What follows belongs to an exercise in optimizing a design on an open flow for small area, a short achievable clock period and few clock cycles per item; a production flow would make more cautious choices. Only simulation tests tie the RTL to the original design; equivalence was not proved. Power is estimated from default activity; no workload was simulated.

## flow/design.v (module list and top-level ports; edited modules follow where they fit)
// module bsn_law: 182 lines
// module bsn_mul: 3120 lines
module bsn_law (
    input             clk,
    input             rst,
    input             start,
    input      [3:0]  law_type,
    input             manual,
    input             track_en,
    input      [31:0] track,
    input      [31:0] x0,
    input      [31:0] x1,
    input      [31:0] x2,
    input      [31:0] x3,
    input      [31:0] c0,
    input      [31:0] c1,
    input      [31:0] c2,
    input      [31:0] c3,
    input      [31:0] c4,
    input      [5:0]  sh0,
    input      [5:0]  sh1,
    input      [5:0]  sh2,
    input      [5:0]  sh3,
    input      [5:0]  sh4,
    input      [31:0] s0,
    input      [31:0] s1,
    input      [31:0] s2,
    input      [31:0] s3,
    input      [31:0] outhi,
    input      [31:0] outlo,
    input      [31:0] manval,
    output reg        done,
    output reg [31:0] outv,
    output reg [31:0] ns0,
    output reg [31:0] ns1,
    output reg [31:0] ns2,
    output reg [31:0] ns3,
    output            sat_acc,
    output            sat_out,
    output            lim_hi,
    output            lim_lo
);
  // ...
==> flow/run.sh <==
#!/bin/bash
# synth_recipe.tcl (not shown) runs the flow's synth.tcl, then flattens the netlist and writes it again
# the make line also repeats each setting of config.mk as NAME=value (left out here)
make -C /OpenROAD-flow-scripts/flow DESIGN_CONFIG=/design/flow/config.mk WORK_HOME=/design/flow/orfs CLKGATE_MAP_FILE= SYNTH_SCRIPT=/design/flow/synth_recipe.tcl finish
==> flow/config.mk <==
export PLATFORM = sky130hd
export DESIGN_NAME = bsn_law
export DESIGN_NICKNAME = bsn_law
export VERILOG_FILES = /design/flow/design.v
export SDC_FILE = /design/flow/constraint.sdc
export NUM_CORES = 4
export LEC_CHECK = 0
export ABC_AREA = 1
export CAP_MARGIN = 20
export CORE_MARGIN = 2
export CORE_UTILIZATION = 40
export SETUP_SLACK_MARGIN = 5
export SLEW_MARGIN = 20
==> flow/constraint.sdc <==
create_clock -name core_clock -period 25.0 [get_ports {clk}]
set_input_delay 5.0000 -clock core_clock [delete_from_list [all_inputs] [get_ports {clk}]]
set_output_delay 5.0000 -clock core_clock [all_outputs]
set_load 0.01 [all_outputs]
==> summary.md, run 1 <==
| Metric | Value |
|---|---|
| GR peak layer | met2 |
| Sequential share of power | 7.5% |
| Antenna violations before repair | between 40 and 50 |
| EDFF count, synth | 0 |
| Top-count cell post-synth | nand2_1 |
| Syn_nets | ~11000 |
| Cell class contributing the biggest share of worst-path delay | compound AO/OA/AOI/OAI gates |
| Non-Filler Instances | between 10000 and 15000 |
| Hold Worst Slack | between 0.4 and 0.5 ns |
| Most frequent cells in the layout | nand2_1 (1763), inv_1 (1197), xor2_1 (765) |
| Final instance area | 73000 sq um |
| Fraction of layout cells with a size suffix above 1 | around 4.9% |
| Crit start category | primary input |
| CTS resizes | 0 |
| Main power group | combinational logic |
| Hold depth | 2 |
| Leakage power figure | around 34 nW |
| Worst setup EP type | register |
| Worst slew pin tran | about 1.4 ns |
| Final Hold Fails | 0 |
| Clock Root Buffer | clkbuf_16 |
| Status | finished clean |
| TritonCTS clock tree | done |
| Final Util | approximately 47% |
| Final slew viol count | 0 |
| Largest family of logic cells by synthesized area | adder cells |
| Multi-input gate share of total cell area | between 60% and 70% |
Testbench counts, summed over its fixed seeds: cycles 61,512, items 12,000.
==> module bsn_law, before the edit <==
module bsn_law (
    input             clk,
    input             rst,
    input             start,
    input      [3:0]  law_type,
    input             manual,
    input             track_en,
    input      [31:0] track,
    input      [31:0] x0,
    input      [31:0] x1,
    input      [31:0] x2,
    input      [31:0] x3,
    input      [31:0] c0,
    input      [31:0] c1,
    input      [31:0] c2,
    input      [31:0] c3,
    input      [31:0] c4,
    input      [5:0]  sh0,
    input      [5:0]  sh1,
    input      [5:0]  sh2,
    input      [5:0]  sh3,
    input      [5:0]  sh4,
    input      [31:0] s0,
    input      [31:0] s1,
    input      [31:0] s2,
    input      [31:0] s3,
    input      [31:0] outhi,
    input      [31:0] outlo,
    input      [31:0] manval,
    output reg        done,
    output reg [31:0] outv,
    output reg [31:0] ns0,
    output reg [31:0] ns1,
    output reg [31:0] ns2,
    output reg [31:0] ns3,
    output            sat_acc,
    output            sat_out,
    output            lim_hi,
    output            lim_lo
);
    localparam [3:0] T_LEADLAG = 4'h2;
    localparam [3:0] T_FILTER2 = 4'h3;
    localparam [3:0] T_RATELIM = 4'h4;
    localparam [3:0] T_SUM     = 4'h6;
    localparam [71:0] ACC_MAX = {1'b0, {71{1'b1}}};
    localparam [71:0] ACC_MIN = {1'b1, {71{1'b0}}};
    wire is_ll  = (law_type == T_LEADLAG);
    wire is_f2  = (law_type == T_FILTER2);
    wire is_rl  = (law_type == T_RATELIM);
    wire is_sum = (law_type == T_SUM);
    wire prodlaw = (is_ll | is_f2 | is_sum) & ~manual;
    reg        r_ll, r_f2, r_rl, r_sum, r_trk;
    reg [31:0] r_hi, r_lo;
    reg        busy;        
    reg [2:0]  k;
    wire [2:0] kk    = busy ? k : 3'd0;
    wire       v1    = busy | (start & prodlaw);
    wire       last1 = busy & (k == (r_ll ? 3'd2 : r_sum ? 3'd3 : 3'd4));
    reg [31:0] opm, opc;
    reg [5:0]  opsh;
    always @(*) begin
        case (kk)
            3'd0: begin opc = c0; opsh = sh0; opm = x0; end
            3'd1: begin opc = c1; opsh = sh1; opm = r_sum ? x1 : s0; end
            3'd2: begin opc = c2; opsh = sh2; opm = r_sum ? x2 : s1; end
            3'd3: begin opc = c3; opsh = sh3; opm = r_sum ? x3 : s2; end
            default: begin opc = c4; opsh = sh4; opm = s3; end
        endcase
    end
    wire opneg = busy & r_f2 & (k[2] | (k[1] & k[0]));    
    wire [63:0] row0, row1;
    bsn_mul u_mul (.a(opm), .b(opc), .r0(row0), .r1(row1));
    reg [63:0] m_r0, m_r1;
    reg [5:0]  m_sh;
    reg        m_neg, m_first, m_last, m_v;
    reg [71:0] acc;
    reg [1:0]  sfl;         
    reg        satf;
    wire [71:0] accv = sfl[0] ? ACC_MAX : sfl[1] ? ACC_MIN : acc;
    wire [63:0] prod = m_r0 + m_r1;
    wire [87:0] p88  = {prod, 24'd0};
    wire [87:0] al   = $signed(p88) >>> m_sh;
    wire [72:0] a73  = al[72:0];
    wire [63:48] fits;
    genvar gi;
    generate
        for (gi = 48; gi < 64; gi = gi + 1) begin : g_fit
            assign fits[gi] = (prod[63:gi] == {(64-gi){prod[63]}});
        end
    endgenerate
    wire big = (m_sh <= 6'd14) & ~fits[6'd48 + m_sh];
    wire [73:0] t74   = {a73[72], a73} ^ {74{m_neg}};
    wire [71:0] accin = m_first ? 72'd0 : accv;
    wire [73:0] sum74 = {{2{accin[71]}}, accin} + t74 + {73'd0, m_neg};
    wire ovf   = ~((sum74[73:71] == 3'b000) | (sum74[73:71] == 3'b111));
    wire tneg  = prod[63] ^ m_neg;
    wire s_pos = big ? ~tneg : (ovf & ~sum74[73]);
    wire s_neg = big ?  tneg : (ovf &  sum74[73]);
    wire [34:0] x35  = {{3{x0[31]}}, x0};
    wire [34:0] s35  = {{3{s0[31]}}, s0};
    wire [34:0] c035 = {{3{c0[31]}}, c0};
    wire [34:0] c135 = {{3{c1[31]}}, c1};
    wire [34:0] d_gt = x35 - s35 - c035;       
    wire [34:0] d_lt = x35 - s35 + c135;       
    wire [34:0] r_lt = c035 + c135;            
    wire rl_gt  = ~d_gt[34] & (|d_gt);
    wire rl_lo  = rl_gt ? r_lt[34] : d_lt[34];
    wire [33:0] rl_up = {s0[31], s0[31], s0} + {c0[31], c0[31], c0};
    wire [33:0] rl_dn = {s0[31], s0[31], s0} - {c1[31], c1[31], c1};
    wire [33:0] rl_sum = rl_lo ? rl_dn : rl_gt ? rl_up : {x0[31], x0[31], x0};
    wire [47:0] ld_q = manual   ? {{16{manval[31]}}, manval} :
                       track_en ? {{16{track[31]}}, track} :
                                  {{14{rl_sum[33]}}, rl_sum};
    always @(posedge clk) begin
        if (rst) begin
            busy <= 1'b0;
            m_v  <= 1'b0;
            done <= 1'b0;
        end else begin
            busy <= (start & prodlaw) | (busy & ~last1);
            m_v  <= v1;
            done <= (start & ~prodlaw) | (m_v & m_last);
        end
    end
    always @(posedge clk) begin
        k <= kk + 3'd1;
        r_ll  <= is_ll;
        r_f2  <= is_f2;
        r_rl  <= is_rl;
        r_sum <= is_sum;
        r_trk <= track_en & ~manual;
        r_hi  <= outhi;
        r_lo  <= outlo;
        m_r0    <= row0;
        m_r1    <= row1;
        m_sh    <= opsh;
        m_neg   <= opneg;
        m_first <= ~busy;
        m_last  <= last1;
        if (start & ~prodlaw) begin
            acc  <= {ld_q, 24'd0};
            sfl  <= 2'b00;
            satf <= 1'b0;
        end else begin
            if (m_last & r_trk) begin
                acc <= {{16{track[31]}}, track, 24'd0};
                sfl <= 2'b00;
            end else begin
                acc <= sum74[71:0];
                sfl <= {s_neg, s_pos};
            end
            satf <= (~m_first & satf) | s_pos | s_neg;
        end
    end
    wire [47:0] uq = accv[71:24];
    wire [23:0] uf = accv[23:0];
    wire [47:0] hi48 = {{16{r_hi[31]}}, r_hi};
    wire [47:0] lo48 = {{16{r_lo[31]}}, r_lo};
    wire gt_hi    = ($signed(uq) > $signed(hi48)) | ((uq == hi48) & (|uf));
    wire lt_lo    = ($signed(uq) < $signed(lo48));
    wire eq_lo    = (uq == lo48) & ~(|uf);
    wire hi_lt_lo = ($signed(r_hi) < $signed(r_lo));
    wire sel_hi   = gt_hi & ~hi_lt_lo;
    wire sel_lo   = gt_hi ? hi_lt_lo : lt_lo;
    wire rnd_up   = uf[23] & ((|uf[22:0]) | uq[0]);
    wire [31:0] rv = uq[31:0] + {31'd0, rnd_up};
    assign sat_acc = satf;
    assign sat_out = sel_hi | (sel_lo & ~eq_lo);
    always @(*) begin
        outv = sel_lo ? r_lo : sel_hi ? r_hi : rv;
        ns0 = 32'd0; ns1 = 32'd0; ns2 = 32'd0; ns3 = 32'd0;
        if (r_ll) begin
            ns0 = x0; ns1 = outv;
        end else if (r_f2) begin
            ns0 = x0; ns1 = s0; ns2 = outv; ns3 = r_trk ? outv : s2;
        end else if (r_rl) begin
            ns0 = outv;
        end
    end
    assign lim_hi = sel_hi | (sel_lo ? (r_lo == r_hi) : (rv == r_hi));
    assign lim_lo = sel_lo | (sel_hi ? (r_hi == r_lo) : (rv == r_lo));
endmodule
==> run 2: changes to the inputs <==
--- a/flow/design.v
+++ b/flow/design.v
@@ -74,9 +74,8 @@
     reg [5:0]  m_sh;
     reg        m_neg, m_first, m_last, m_v;
     reg [71:0] acc;
-    reg [1:0]  sfl;         
     reg        satf;
-    wire [71:0] accv = sfl[0] ? ACC_MAX : sfl[1] ? ACC_MIN : acc;
+    wire [71:0] accv = acc;
     wire [63:0] prod = m_r0 + m_r1;
     wire [87:0] p88  = {prod, 24'd0};
     wire [87:0] al   = $signed(p88) >>> m_sh;
@@ -96,18 +95,11 @@
     wire tneg  = prod[63] ^ m_neg;
     wire s_pos = big ? ~tneg : (ovf & ~sum74[73]);
     wire s_neg = big ?  tneg : (ovf &  sum74[73]);
-    wire [34:0] x35  = {{3{x0[31]}}, x0};
-    wire [34:0] s35  = {{3{s0[31]}}, s0};
-    wire [34:0] c035 = {{3{c0[31]}}, c0};
-    wire [34:0] c135 = {{3{c1[31]}}, c1};
-    wire [34:0] d_gt = x35 - s35 - c035;       
-    wire [34:0] d_lt = x35 - s35 + c135;       
-    wire [34:0] r_lt = c035 + c135;            
-    wire rl_gt  = ~d_gt[34] & (|d_gt);
-    wire rl_lo  = rl_gt ? r_lt[34] : d_lt[34];
-    wire [33:0] rl_up = {s0[31], s0[31], s0} + {c0[31], c0[31], c0};
-    wire [33:0] rl_dn = {s0[31], s0[31], s0} - {c1[31], c1[31], c1};
-    wire [33:0] rl_sum = rl_lo ? rl_dn : rl_gt ? rl_up : {x0[31], x0[31], x0};
+    wire signed [33:0] rl_up = $signed({s0[31], s0[31], s0}) + $signed({c0[31], c0[31], c0});
+    wire signed [33:0] rl_dn = $signed({s0[31], s0[31], s0}) - $signed({c1[31], c1[31], c1});
+    wire signed [33:0] rl_x  = $signed({x0[31], x0[31], x0});
+    wire signed [33:0] rl_mn = (rl_x > rl_up) ? rl_up : rl_x;
+    wire signed [33:0] rl_sum = (rl_mn < rl_dn) ? rl_dn : rl_mn;
     wire [47:0] ld_q = manual   ? {{16{manval[31]}}, manval} :
                        track_en ? {{16{track[31]}}, track} :
                                   {{14{rl_sum[33]}}, rl_sum};
@@ -139,16 +131,12 @@
         m_last  <= last1;
         if (start & ~prodlaw) begin
             acc  <= {ld_q, 24'd0};
-            sfl  <= 2'b00;
             satf <= 1'b0;
         end else begin
-            if (m_last & r_trk) begin
+            if (m_last & r_trk)
                 acc <= {{16{track[31]}}, track, 24'd0};
-                sfl <= 2'b00;
-            end else begin
-                acc <= sum74[71:0];
-                sfl <= {s_neg, s_pos};
-            end
+            else
+                acc <= s_pos ? ACC_MAX : s_neg ? ACC_MIN : sum74[71:0];
             satf <= (~m_first & satf) | s_pos | s_neg;
         end
     end
==> flow/flow/run.sh (new file) <==
#!/bin/bash
# Layout flow: the standard flow (standard synthesis included), with
# timing repair aimed at a larger setup slack margin and plain buffers on the
# ports instead of the delay cells buffer_ports picks by default. Each tool's
# output stays in ORFS's per-step logs under orfs/logs; make's own output goes
# to flow_make.log here.
set -euo pipefail
source "$(dirname "$0")/knobs.sh"
bash standard.sh SETUP_SLACK_MARGIN=${MARGIN} \
  "BUFFER_PORTS_ARGS=-buffer_cell ${PORT_BUF}" finish > flow_make.log 2>&1
==> flow/flow/knobs.sh (new file) <==
MARGIN=14
PORT_BUF=sky130_fd_sc_hd__buf_1
==> flow/standard.sh (new file) <==
#!/bin/bash
# synth_recipe.tcl (not shown) runs the flow's synth.tcl, then flattens the netlist and writes it again
# the make line also repeats each setting of config.mk as NAME=value (left out here)
make -C /OpenROAD-flow-scripts/flow DESIGN_CONFIG=/design/flow/config.mk WORK_HOME=/design/flow/orfs CLKGATE_MAP_FILE= SYNTH_SCRIPT=/design/flow/synth_recipe.tcl "${@:-finish}"
--- a/flow/config.mk
+++ b/flow/config.mk
@@ -8,6 +8,5 @@
 export ABC_AREA = 1
 export CAP_MARGIN = 20
 export CORE_MARGIN = 2
-export CORE_UTILIZATION = 40
-export SETUP_SLACK_MARGIN = 5
+export CORE_UTILIZATION = 45
 export SLEW_MARGIN = 20
removed: flow/run.sh
==> run 2 against run 1 <==
Effect of this change:
- clock power shrank 7.7%
- sequential share of layout area rose by 0.66 points
- combinational power increased by 7%
- first-iteration DRC count rose by 4.6%
- final area shrank 8.4%
- synthesized area fell by 4.7%
- clock-buffer cell count decreased by 6
- maximum frequency rose by 14%
- critical endpoint is now acc[24]$_DFF_P_
- critical path depth rose by 6
- via count down 2.9%
==> summary.md, run 2 <==
| Metric | Value |
|---|---|
| Area grow syn2layout | 13.5% |
| Status | finished clean |
| RSZ-0062 raised after global routing | true |
| Die Ht | approximately 370 um |
| Reg2reg start | m_r0[22]$_DFF_P_ |
| Max reg flops | 72 |
| Remaining Overflow, GRT | 0 |
| # IOs | 748 |
| Vias in the first global route | around 67000 |
| Slowest CP cell | a2111oi_4 |
| Top layer in use | met5 |
| Final worst path period share | roughly 45% |
| Via count | 71300 |
| Max Fclk | 88.0 MHz |
| Drt first-iter violations | ~11000 |
| Yosys top cell area share | between 10% and 20% |
| Async SR Flop Fraction | 0% |
| Initial core utilization | 45.4% |
| Hold depth | 1 (-1) |
| Fraction of layout cells with a size suffix above 1 | 7.14% (+2.3 points) |
| Tot GR Track Use | approximately half |
| Post-DR vias/cell | between 6 and 7 |
| Clock Sinks | about 280 |
| Synth cell types | 65 |
| Placement row count | around 130 |
| TritonRoute pass-1 iters | 14 |
| Reg2reg setup slack | 15.33 ns |
| RePlAce Congestion | approximately 1.1 |
| Cts bufs inserted | 34 |
| Avg WL per Cell | 30.6 um |
| First-pass GRT wire length | between 400 and 500 mm |
| Cell count after synthesis | ~8900 |
| Worst Reg-to-Reg Cells | 45 |
| RR Endpoint | acc[26]$_DFF_P_ |
| Hold Crit Class | register to register |
| Crit-path max FO | 5 |
| Worst setup EP type | register |
| Sequential area share after synthesis | under 10% |
| Hold worst-path end | m_first$_DFF_P_ |
| Later-pin clock latency in the skew report | around 0.60 ns |
| TritonCTS clock tree | done |
| EDFF count, synth | 0 (unchanged) |
| Syn_nets | 10400 (-4.1%) |
| Leakage power figure | 31.7 nW (-6.4%) |
| Non-Filler Instances | 11300 (-4.7%) |
| Die Wd | 366 um |
| Commonest non-fill, non-tap cell in the layout | nand2_1 |
| Routed metal-1 wirelength | approximately 130 mm |
| Worst rel slew slack | between 10% and 20% |
| Port buffer count | about 750 |
| Antenna-violating nets left | 0 |
| CTS hold repair buffers | 0 |
| Synth area leader | fa_1 |
| Final #Nets | approximately 11000 |
| Crit start category | primary input |
| Main synth FF type | dfxtp_1 |
| DIE AREA | 134000 sq um |
| Ranking of synthesized cells by area | fa_1 (15%), xor2_1 (11%), nand2_1 (11%) |
| Avg Cell Area, Syn | 6.61 sq um |
| CORE AREA | about 130000 sq um |
| Worst slew pin tran | 1.30 ns (-0.0654 ns) |
| Antenna violations before repair | 84 (+83%) |
| Max-cap violations | 0 |
| Synth top cells by count | nand2_1 (1741), inv_1 (1290), xor2_1 (748) |
| Regs by FF count | acc: 72 flops, m_r0: 63 flops, m_r1: 63 flops |
| Slowest stage delay, CP | between 0.4 and 0.5 ns |
| Flops & latches, synth | about 280 |
| Drc violations | 0 |
| Met2 WL | ~140 mm |
| Placed Cells | 11000 |
| Setup TNS Final | 0 ns |
| Clock Root Buffer | clkbuf_16 |
| Top-count cell post-synth | nand2_1 |
| Max clock buf depth | 3 |
| Synth Warn # | 1 |
| Met3 WL | approximately 47 mm |
| Top reg by flops | acc |
| CP Data Required Time | 25.52 ns |
| PwrDens | about 180 nW/um^2 |
| Final Skew | between 0.03 and 0.04 ns |
| Hold_sp | busy$_SDFF_PP0_ |
| Crit Path Category | primary input to register |
| Mapped cell area | around 59000 sq um |
| Setup violations, final | 0 |
| Final Hold Fails | 0 (unchanged) |
| DP HPWL | 273 mm |
| H-tree depth | 2 |
| Fin crit period | roughly 11 ns |
| Maximum VDD drop | roughly 310 uV |
| Routed Wire Length | between 300 and 400 mm |
| CTS clk-pin slew, worst paths | roughly 0.06 ns |
| Largest net degree at the start of global routing | 72 |
| Final slew viol count | 0 (unchanged) |
| Overall Power | 11.8 mW |
| Crit path DAT | 11.88 ns |
| Layout fillers | ~13000 |
| Most frequent cells in the layout | nand2_1 (1702), inv_1 (1263), xor2_1 (748) |
==> run 2: worst max-delay path: cells and delay by family <==
family | cells | cell delay, ns
AOI/OAI and AO/OA | 17 | 2.84
xor gates and xnor gates | 2 | 0.48
adders and majority gates | 4 | 1.06
buffers and inverters | 8 | 1.09
and+or+nand+nor | 14 | 1.39
==> run 2: worst max-delay path by stage <==
stage | depth (start not counted) | endpoint | start | slack, ns
2_1_floorplan | 47 | acc[60]$_DFF_P_ | c0[0] | 13.90
4_1_cts | 44 | acc[55]$_DFF_P_ | s0[0] | 13.76
3_5_place_dp | 45 | acc[70]$_DFF_P_ | s0[2] | 10.89
6_report | 45 | acc[24]$_DFF_P_ | s0[0] | 13.64
5_1_grt | 47 | acc[63]$_DFF_P_ | s0[0] | 13.38
3_3_place_gp | 47 | acc[59]$_DFF_P_ | s0[2] | 10.98
==> run 2: final cells by class <==
| type | instances | area [sq um] | share of cell area (%) |
|---|---|---|---|
| multi-input cells | 6817 | 47800 | 71.5 |
| flip-flops and latches | 283 | 5680 | 8.50 |
| inverters | 1313 | 4990 | 7.46 |
| repair buffers | 976 | 4790 | 7.17 |
| well taps | 1742 | 2180 | 3.26 |
| clock buffers | 43 | 935 | 1.40 |
| clock inverters | 18 | 215 | 0.322 |
| diodes | 64 | 160 | 0.240 |
| repair inverters | 4 | 82.6 | 0.124 |
==> run 2: repair_timing <==
action / CTS / global route
endpoints found under the setup margin: 116 / 210
setup buffers: 44 / 42
pin swaps: 35 / 77
gates resized for setup: 139 / 125
cloned: 6 / 4
==> run 2: through the flow <==
| stage | utilization, % | setup slack (ns) | area, sq um | hold slack (ns) |
|---|---|---|---|---|
| floorplan | - | 13.90 | 59000 | 0.423 |
| global placement | 49.2 | 10.98 | 63700 | 0.488 |
| detailed placement | 49.2 | 10.89 | 63700 | 0.491 |
| CTS | 50.8 | 13.76 | 65800 | 0.507 |
| global route | 51.5 | 13.38 | 66700 | 0.549 |
| finish | 51.5 | 13.64 | 66800 | 0.514 |
==> run 2: logic make-up (layout without fill, tap and decap cells) <==
| family | count (synthesis) | after routing | synth area share (%) |
|---|---|---|---|
| AOI/OAI and AO/OA | 2114 | 2115 | 20.8 |
| xor gates and xnor gates | 817 | 817 | 12.2 |
| adders and majority gates | 896 | 896 | 24.6 |
| buffers and inverters | 1809 | 2354 | 11.7 |
| DFF | 283 | 283 | 9.62 |
| muxes | 17 | 17 | 0.289 |
| other | 0 | 64 | 0 |
| and+or+nand+nor | 2968 | 2972 | 20.8 |
==> run 2: per-layer routing <==
metal	global-route usage (%)	vias to the layer above
li1	-	30500
met2	71.4	5564
met1	60.0	33500
met4	33.8	42
met5	0	-
met3	18.9	1641
==> run 2: where the power goes <==
group | switching (mW) | internal, mW
Combinational | 6.85 | 3.45
Sequential | 0.163 | 0.769
Clock | 0.236 | 0.293
Testbench counts of run 2, summed over its fixed seeds: cycles 61,512, items 12,000.
==> run 3: changes to the inputs <==
--- a/flow/design.v
+++ b/flow/design.v
@@ -98,11 +98,13 @@
     wire signed [33:0] rl_up = $signed({s0[31], s0[31], s0}) + $signed({c0[31], c0[31], c0});
     wire signed [33:0] rl_dn = $signed({s0[31], s0[31], s0}) - $signed({c1[31], c1[31], c1});
     wire signed [33:0] rl_x  = $signed({x0[31], x0[31], x0});
-    wire signed [33:0] rl_mn = (rl_x > rl_up) ? rl_up : rl_x;
-    wire signed [33:0] rl_sum = (rl_mn < rl_dn) ? rl_dn : rl_mn;
-    wire [47:0] ld_q = manual   ? {{16{manval[31]}}, manval} :
-                       track_en ? {{16{track[31]}}, track} :
-                                  {{14{rl_sum[33]}}, rl_sum};
+    wire rl_gt  = (rl_x > rl_up);
+    wire rl_lox = (rl_x < rl_dn);
+    wire rl_lou = (rl_up < rl_dn);
+    wire rl_lo  = rl_gt ? rl_lou : rl_lox;
+    wire signed [33:0] rl_sum = rl_lo ? rl_dn : rl_gt ? rl_up : rl_x;
+    wire        ld_rl = ~manual & ~track_en;
+    wire [47:0] ld_mt = manual ? {{16{manval[31]}}, manval} : {{16{track[31]}}, track};
     always @(posedge clk) begin
         if (rst) begin
             busy <= 1'b0;
@@ -129,8 +131,11 @@
         m_neg   <= opneg;
         m_first <= ~busy;
         m_last  <= last1;
-        if (start & ~prodlaw) begin
-            acc  <= {ld_q, 24'd0};
+        if (start & ~prodlaw & ld_rl) begin
+            acc  <= {{14{rl_sum[33]}}, rl_sum, 24'd0};
+            satf <= 1'b0;
+        end else if (start & ~prodlaw) begin
+            acc  <= {ld_mt, 24'd0};
             satf <= 1'b0;
         end else begin
             if (m_last & r_trk)
==> run 3 against run 2 <==
Effect of this change:
- via count fell by 1.5%
- largest power group unchanged
- combinational power fell by 11%
- routed wire length is 0.51% lower
==> summary.md, run 3 <==
| Metric | Value |
|---|---|
| Status | finished clean |
| Worst setup EP type | output pin |
| Final #Nets | 10800 (-0.90%) |
| Die Wd | 367 um (+0.25%) |
| Placement row count | 133 (+0.76%) |
| Crit path DAT | 6.09 ns (-5.79 ns) |
| Fraction of layout cells with a size suffix above 1 | 5.17% (-2.0 points) |
| Post-DR vias/cell | 6.31 (-0.24%) |
| Setup TNS Final | 0 ns (unchanged) |
| Leakage power figure | 30.7 nW (-3.3%) |
| Worst rel slew slack | 18.1% (+5.9 points) |
| Area grow syn2layout | 11.0% |
| Initial core utilization | 45.2% (-0.23 points) |
| Tot GR Track Use | 48.6% (-0.65 points) |
| Clock Sinks | 283 (unchanged) |
| Via count | 70200 (-1.5%) |
| Final Util | 50.2% (-1.4 points) |
| Worst Reg-to-Reg Cells | 39 (-13%) |
| Top reg by flops | acc |
| Crit start category | primary input |
| H-tree depth | 2 (unchanged) |
| CORE AREA | 131000 sq um (+1.0%) |
| Max reg flops | 72 (unchanged) |
| Port buffer count | 747 (unchanged) |
| Final Hold Fails | 0 (unchanged) |
| Avg Cell Area, Syn | 6.68 sq um (+1.1%) |
| Final slew viol count | 0 (unchanged) |
| Main synth FF type | dfxtp_1 |
| Regs by FF count | acc: 72 flops, m_r0: 63 flops, m_r1: 63 flops |
| Slowest CP cell | a21oi_1 |
| Clock Root Buffer | clkbuf_16 |
| Synth area leader | fa_1 |
| Crit Path Category | primary input to output pin |
| Final Skew | 0.0324 ns (-0.00132 ns) |
| Max Fclk | 90.2 MHz (+2.5%) |
| Worst path cell trace | buf_1 > o21ai_0 > a21oi_1 > buf_1 |
| Largest net degree at the start of global routing | 90 (+25%) |
| Synth top cells by count | nand2_1 (1586), inv_1 (1236), xor2_1 (756) |
| Max-cap violations | 0 (unchanged) |
| Max clock buf depth | 3 (unchanged) |
| Commonest non-fill, non-tap cell in the layout | nand2_1 |
| Cell count after synthesis | 8855 (-0.55%) |
| DIE AREA | 134000 sq um (+0.50%) |
| Most frequent cells in the layout | nand2_1 (1572), inv_1 (1214), xor2_1 (751) |
| CP Data Required Time | 20.00 ns (-5.52 ns) |
| Crit-path max FO | 2 (-3) |
| Routed Wire Length | 342 mm (-0.51%) |
| RSZ-0062 raised after global routing | true |
| DP Area | 63900 sq um (+0.28%) |
| Mapped cell area | 59200 sq um (+0.50%) |
| Top-count cell post-synth | nand2_1 |
| PwrDens | 162 nW/um^2 (-8.2%) |
| Ranking of synthesized cells by area | fa_1 (15%), xor2_1 (11%), ha_1 (10%) |
| Vias in the first global route | 65000 (-3.0%) |
| Final instance area | 65700 sq um (-1.7%) |
| First-pass GRT wire length | 474 mm (-1.5%) |
| CP dominant cell by count | buf_1 |
| Final worst path period share | 44.3% (-1.1 points) |
| Synth cell types | 69 (+6.2%) |
| Slowest stage delay, CP | 0.38 ns (-0.04 ns) |
| Later-pin clock latency in the skew report | 0.61 ns (about the same) |
| DP HPWL | 272 mm (-0.26%) |
| TritonRoute pass-1 iters | 10 (-4) |
| Maximum VDD drop | 176 uV (-43%) |
| CTS clk-pin slew, worst paths | 0.06 ns (about the same) |
| Antenna-violating nets left | 0 (unchanged) |
| RePlAce Congestion | 1.14 (+0.15%) |
| Cts bufs inserted | 35 (+2.9%) |
| Async SR Flop Fraction | 0% (unchanged) |
| Hold Crit Class | register to register |
| Reg2reg setup slack | 15.21 ns (-0.12 ns) |
| Drt first-iter violations | 10700 (+0.72%) |
| Die Ht | 367 um (+0.25%) |
| Yosys top cell area share | 14.7% (-0.074 points) |
| Sequential area share after synthesis | 9.57% (-0.048 points) |
| Setup violations, final | 0 (unchanged) |
| Avg WL per Cell | 30.8 um (+0.72%) |
| Remaining Overflow, GRT | 0 (unchanged) |
| Layout fillers | 13700 (+3.0%) |
| Flops & latches, synth | 283 (unchanged) |
| Hold depth | 2 (+1) |
| Hold Worst Slack | 0.486 ns (-0.0285 ns) |
| Antenna violations before repair | 66 (-21%) |
| EDFF count, synth | 0 (unchanged) |
| Syn_nets | 10400 (-0.16%) |
| Synth Warn # | 1 (unchanged) |
| Worst slew pin tran | 1.22 ns (-0.0824 ns) |
| Fin crit period | 11.09 ns (-0.273 ns) |
| Drc violations | 0 (unchanged) |
| TritonCTS clock tree | done |
| # IOs | 748 (unchanged) |
[run 3: changes by cell type in the layout (fill, tap and decap cells not counted), sizes merged, moves of 18 or more]
cell   change
o21ai     +87
a31oi     -18
nor2      +24
buf       -67
diode     -21
inv       -53
nand2    -167
or2       -18
a21oi     +24
ha        +32
[run 3: repair_timing]
| action | CTS | global route |
|---|---|---|
| setup buffers | 12 | 7 |
| hold buffers | 0 | 0 |
| setup endpoints to repair | 99 | 143 |
| resized for setup | 49 | 46 |
| cloned | 0 | 1 |
| pin swaps | 0 | 4 |
| hold endpoints to repair | 0 | 0 |
[run 3: critical path, delay by kind of cell]
kind	cells	cell delay (ns)
buffers and inverters	2	0.56
AO/OA/AOI/OAI	2	0.51
[run 3: stage by stage]
stage | setup WS [ns] | power (mW) | instances
floorplan | 14.71 | 6.35 | 8855
global placement | 12.26 | 9.43 | 11000
detailed placement | 12.15 | 9.58 | 11000
CTS | 14.01 | 10.2 | 11100
global route | 13.79 | 11.5 | 11100
finish | 13.91 | 10.6 | 11100
[run 3: area by class of cell]
type	count	area [sq um]	area share, %
inverter	1267	4810	7.31
clock buffer	45	953	1.45
antenna	43	108	0.164
sequential	283	5680	8.64
timing repair buffer	905	4060	6.18
multi-input combinational	6807	47700	72.5
tap	1755	2200	3.34
clock inverter	18	241	0.367
[run 3: kinds of logic (layout without fill, tap and decap cells)]
family | Yosys count | count (layout) | synth area share, %
buffers and inverters | 1766 | 2235 | 11.3
multiplexers | 19 | 19 | 0.321
adder cells (fa/ha/maj) | 928 | 928 | 25.1
AO/OA/AOI/OAI | 2245 | 2245 | 22.0
other | 0 | 43 | 0
XOR/XNOR | 823 | 823 | 12.2
flip-flops | 283 | 283 | 9.57
AND/OR/NAND/NOR | 2791 | 2792 | 19.5
[run 3: power by group]
| part | internal [mW] | leakage, nW | total, mW | switching [mW] |
|---|---|---|---|---|
| Combinational | 3.08 | 27.7 | 9.17 | 6.09 |
| Clock | 0.299 | 0.574 | 0.536 | 0.237 |
| Sequential | 0.761 | 2.38 | 0.920 | 0.159 |
[run 3: metal layers]
metal	GRT usage, %	up-vias	part of all wire, %
li1	-	30300	-
met1	61.8	33300	38
met4	26.6	40	7.0
met2	70.2	5357	40
met3	18.9	1192	15
met5	0.142	-	0.16
[run 3: worst paths after layout]
check	from	endpoint
max	s2[22]	ns3[22]
min	k[0]$_DFF_P_	m_neg$_DFF_P_
max reg2reg	m_r1[39]$_DFF_P_	acc[49]$_DFF_P_
min reg2reg	k[0]$_DFF_P_	m_neg$_DFF_P_
Testbench counts of run 3, summed over its fixed seeds: cycles 61,512, items 12,000.
==> run 4: changes to the inputs <==
--- a/flow/config.mk
+++ b/flow/config.mk
@@ -8,5 +8,5 @@
 export ABC_AREA = 1
 export CAP_MARGIN = 20
 export CORE_MARGIN = 2
-export CORE_UTILIZATION = 45
+export CORE_UTILIZATION = 48
 export SLEW_MARGIN = 20
==> run 4 against run 3 <==
Effect of this change:
- largest power group unchanged
- routed wire length grew 0.84%
- synthesized area did not move
- maximum frequency is 0.40% higher
==> summary.md, run 4 <==
| Metric | Value |
|---|---|
| DP HPWL | 276 mm (+1.3%) |
| Max Fclk | 90.6 MHz (+0.40%) |
| Worst Reg-to-Reg Cells | 45 (+15%) |
| Yosys top cell area share | 14.7% (unchanged) |
| Worst setup EP type | register |
| Cell class contributing the biggest share of worst-path delay | adder cells |
| Regs by FF count | acc: 72 flops, m_r0: 63 flops, m_r1: 63 flops |
| CP startpoint | c3[5] |
| Setup TNS Final | 0 ns (unchanged) |
| Final Hold Fails | 0 (unchanged) |
| Synth cell types | 69 (unchanged) |
| WP buf/inv | 6 (+4) |
| CTS hold repair buffers | 0 (unchanged) |
| CP Data Required Time | 25.48 ns (+5.48 ns) |
| Post-DR vias/cell | 6.50 (+2.9%) |
| Setup violations, final | 0 (unchanged) |
| Max clock buf depth | 3 (unchanged) |
| Worst path cell trace | buf_1 > a221oi_1 > nand3_1 > o21ai_4 > buf_4 > clkinv_2 > o21ai_2 > buf_4 > o22ai_1 > xor2_1 > fa_1 > inv_1 > fa_1 > fa_1 > fa_1 > fa_1 > fa_1 > inv_1 > ha_1 |
| RR Endpoint | acc[49]$_DFF_P_ |
| Maximum VDD drop | 226 uV (+28%) |
| Final slew viol count | 0 (unchanged) |
| Syn_nets | 10400 (unchanged) |
| Synth top cells by count | nand2_1 (1586), inv_1 (1236), xor2_1 (756) |
| Die Wd | 355 um (-3.1%) |
| Clock Sinks | 283 (unchanged) |
| Non-Filler Instances | 11000 (-0.88%) |
| Top-count cell post-synth | nand2_1 |
| Setup crit end | m_r1[29]$_DFF_P_ |
| WP depth | 19 (+15) |
| Cts bufs inserted | 35 (unchanged) |
| EDFF count, synth | 0 (unchanged) |
| H-tree depth | 2 (unchanged) |
| Port buffer count | 747 (unchanged) |
| Slowest CP cell | a221oi_1 |
| Sequential area share after synthesis | 9.57% (unchanged) |
| PwrDens | 169 nW/um^2 (+4.5%) |
| Final Skew | 0.0452 ns (+0.0128 ns) |
| Placement row count | 128 (-3.8%) |
| Crit start category | primary input |
| Antenna violations before repair | 75 (+14%) |
| Max-cap violations | 0 (unchanged) |
| Cell count after synthesis | 8855 (unchanged) |
| CP dominant cell by count | fa_1 |
| DIE AREA | 126000 sq um (-6.2%) |
| Most frequent cells in the layout | nand2_1 (1577), inv_1 (1225), xor2_1 (754) |
| Tot GR Track Use | 52.4% (+3.8 points) |
| Remaining Overflow, GRT | 0 (unchanged) |
| Max reg flops | 72 (unchanged) |
| Vias in the first global route | 66400 (+2.1%) |
| TritonRoute pass-1 iters | 15 (+5) |
| Crit-path max FO | 31 (+29) |
| Synth area leader | fa_1 |
| Reg2reg start | m_r0[0]$_DFF_P_ |
| Worst slew pin tran | 1.35 ns (+0.132 ns) |
| Drc violations | 0 (unchanged) |
| TritonCTS clock tree | done |
| Ranking of synthesized cells by area | fa_1 (15%), xor2_1 (11%), ha_1 (10%) |
| Largest net degree at the start of global routing | 90 (unchanged) |
| Async SR Flop Fraction | 0% (unchanged) |
| Die Ht | 355 um (-3.1%) |
| Clock Root Buffer | clkbuf_16 |
| Area grow syn2layout | 10.8% |
| CORE AREA | 122000 sq um (-6.8%) |
| Drt first-iter violations | 11900 (+11%) |
| Worst rel slew slack | 9.86% (-8.2 points) |
| Initial core utilization | 48.5% (+3.3 points) |
| Synth Warn # | 1 (unchanged) |
| Avg Cell Area, Syn | 6.68 sq um (unchanged) |
| Placed Cells | 10900 (-1.2%) |
| Later-pin clock latency in the skew report | 0.62 ns (about the same) |
| Fin crit period | 11.04 ns (-0.0438 ns) |
| Avg WL per Cell | 31.3 um (+1.7%) |
| RePlAce Congestion | 1.14 (+0.76%) |
| Routed Wire Length | 345 mm (+0.84%) |
| Via count | 71600 (+2.0%) |
| Crit Path Category | primary input to register |
| Reg2reg setup slack | 14.89 ns (-0.32 ns) |
| Status | finished clean |
| Commonest non-fill, non-tap cell in the layout | nand2_1 |
| RSZ-0062 raised after global routing | true |
| CTS clk-pin slew, worst paths | 0.06 ns (about the same) |
| Final worst path period share | 44.2% (-0.18 points) |
| Hold Crit Class | register to register |
| # IOs | 748 (unchanged) |
| Top reg by flops | acc |
| Fraction of layout cells with a size suffix above 1 | 5.17% (about the same) |
| Mapped cell area | 59200 sq um (unchanged) |
| First-pass GRT wire length | 475 mm (+0.27%) |
| Leakage power figure | 30.8 nW (+0.27%) |
| Slowest stage delay, CP | 0.72 ns (+0.34 ns) |
| Final Util | 53.7% (+3.6 points) |
| Final #Nets | 10800 (+0.046%) |
| Flops & latches, synth | 283 (unchanged) |
| Antenna-violating nets left | 0 (unchanged) |
| Crit path DAT | 11.52 ns (+5.43 ns) |
| Main synth FF type | dfxtp_1 |
==> run 4: cell counts after synthesis <==
No cell type changed its count.
==> run 4: kinds of logic after synthesis <==
family	count (synthesis)	synth area share, %
flops	283	9.57
simple gates	2791	19.5
buf+inv	1766	11.3
compound gates	2245	22.0
mux	19	0.321
xor+xnor	823	12.2
fa+ha+maj	928	25.1
==> run 4: layer usage <==
layer | vias to the layer above | track usage (%) | part of all wire (%)
li1 | 30400 | - | -
met1 | 33500 | 63.2 | 36
met2 | 6086 | 73.5 | 39
met3 | 1707 | 24.8 | 16
met4 | 40 | 35.5 | 8.9
met5 | - | 0.943 | 0.13
==> run 4: repair_timing <==
item	in CTS	in global routing
resized for setup	52	39
setup endpoints to repair	112	110
buffers inserted	7	19
pin swaps	1	7
==> run 4: metrics by stage <==
stage	setup slack (ns)	power, mW	hold slack (ns)	cell area (sq um)
after global placement	12.31	9.48	0.493	63700
after CTS	14.00	10.4	0.527	65100
after detailed placement	12.19	9.72	0.514	63700
final	13.96	11.1	0.535	65600
after global routing	13.92	11.7	0.564	65500
after floorplan	14.71	6.35	0.423	59200
==> run 4: worst register-to-register path, delay by kind of cell (launching register included) <==
family                     cells  cell delay [ns]
adders and majority gates      3             1.00
AOI/OAI and AO/OA             17             4.43
buffers and inverters          4             0.88
DFF                            1             0.33
and+or+nand+nor               18             2.29
xor gates and xnor gates       3             1.06
==> run 4: worst min path at each step <==
stage,startpoint,to,slack (ns),cells past startpoint
floorplan,m_v$_SDFF_PP0_,done$_SDFF_PP0_,0.42,2
global placement,busy$_SDFF_PP0_,m_first$_DFF_P_,0.49,1
detailed placement,busy$_SDFF_PP0_,m_first$_DFF_P_,0.51,1
CTS,busy$_SDFF_PP0_,m_first$_DFF_P_,0.53,1
global route,busy$_SDFF_PP0_,m_first$_DFF_P_,0.56,1
finish,busy$_SDFF_PP0_,m_first$_DFF_P_,0.54,1
==> run 4: cell type report <==
| cell class | count | area (sq um) |
|---|---|---|
| Tap cell | 1625 | 2030 |
| Inverter | 1267 | 4800 |
| Clock buffer | 38 | 907 |
| Timing Repair Buffer | 911 | 4130 |
| Antenna cell | 69 | 173 |
| Clock inverter | 26 | 317 |
| Multi-Input combinational cell | 6806 | 47600 |
| Fill cell | 12400 | 56400 |
| Sequential cell | 283 | 5680 |
==> run 4: power by group <==
part	internal, mW	total (mW)	switching (mW)
sequential	0.762	0.912	0.150
clock	0.321	0.571	0.250
combinational	3.17	9.59	6.42

-- port drivers added, routing unchanged --
Ports are ideal in the flow. The routed layouts listed here were re-timed in OpenROAD. Step 1, drivers: a clkbuf_16 drives clk and a buf_2 each remaining input, both assumed. Step 2, shift: input delay + t, output delay - t, t = (earliest + latest rising clock arrival at the registers) / 2. This alone moves slack from input paths to output paths. Slacks: ideal ports / drivers / drivers and shift; pairs: ideal ports / drivers.
| run | shift t [ns] | slack for setup (ns) | worst hold slack (ns) | worst register clock-pin slew, ns | pins driven straight from the clock port |
|---|---|---|---|---|---|
| run 1 | 0.693 | 12.021 / 12.084 / 11.391 | 0.457 / 0.457 / 0.457 | 0.07 / 0.07 | 1 |
| run 2 | 0.671 | 13.640 / 13.540 / 12.870 | 0.514 / 0.514 / 0.514 | 0.07 / 0.07 | 1 |
| run 3 | 0.675 | 13.914 / 13.811 / 13.437 | 0.486 / 0.486 / 0.486 | 0.08 / 0.08 | 1 |
| run 4 | 0.667 | 13.957 / 13.854 / 13.317 | 0.535 / 0.535 / 0.535 | 0.08 / 0.08 | 1 |
After both steps every run listed still meets setup and hold. The setup slack of run 2, which loses most, moves by -0.100 ns with the drivers and by -0.770 ns with both steps.
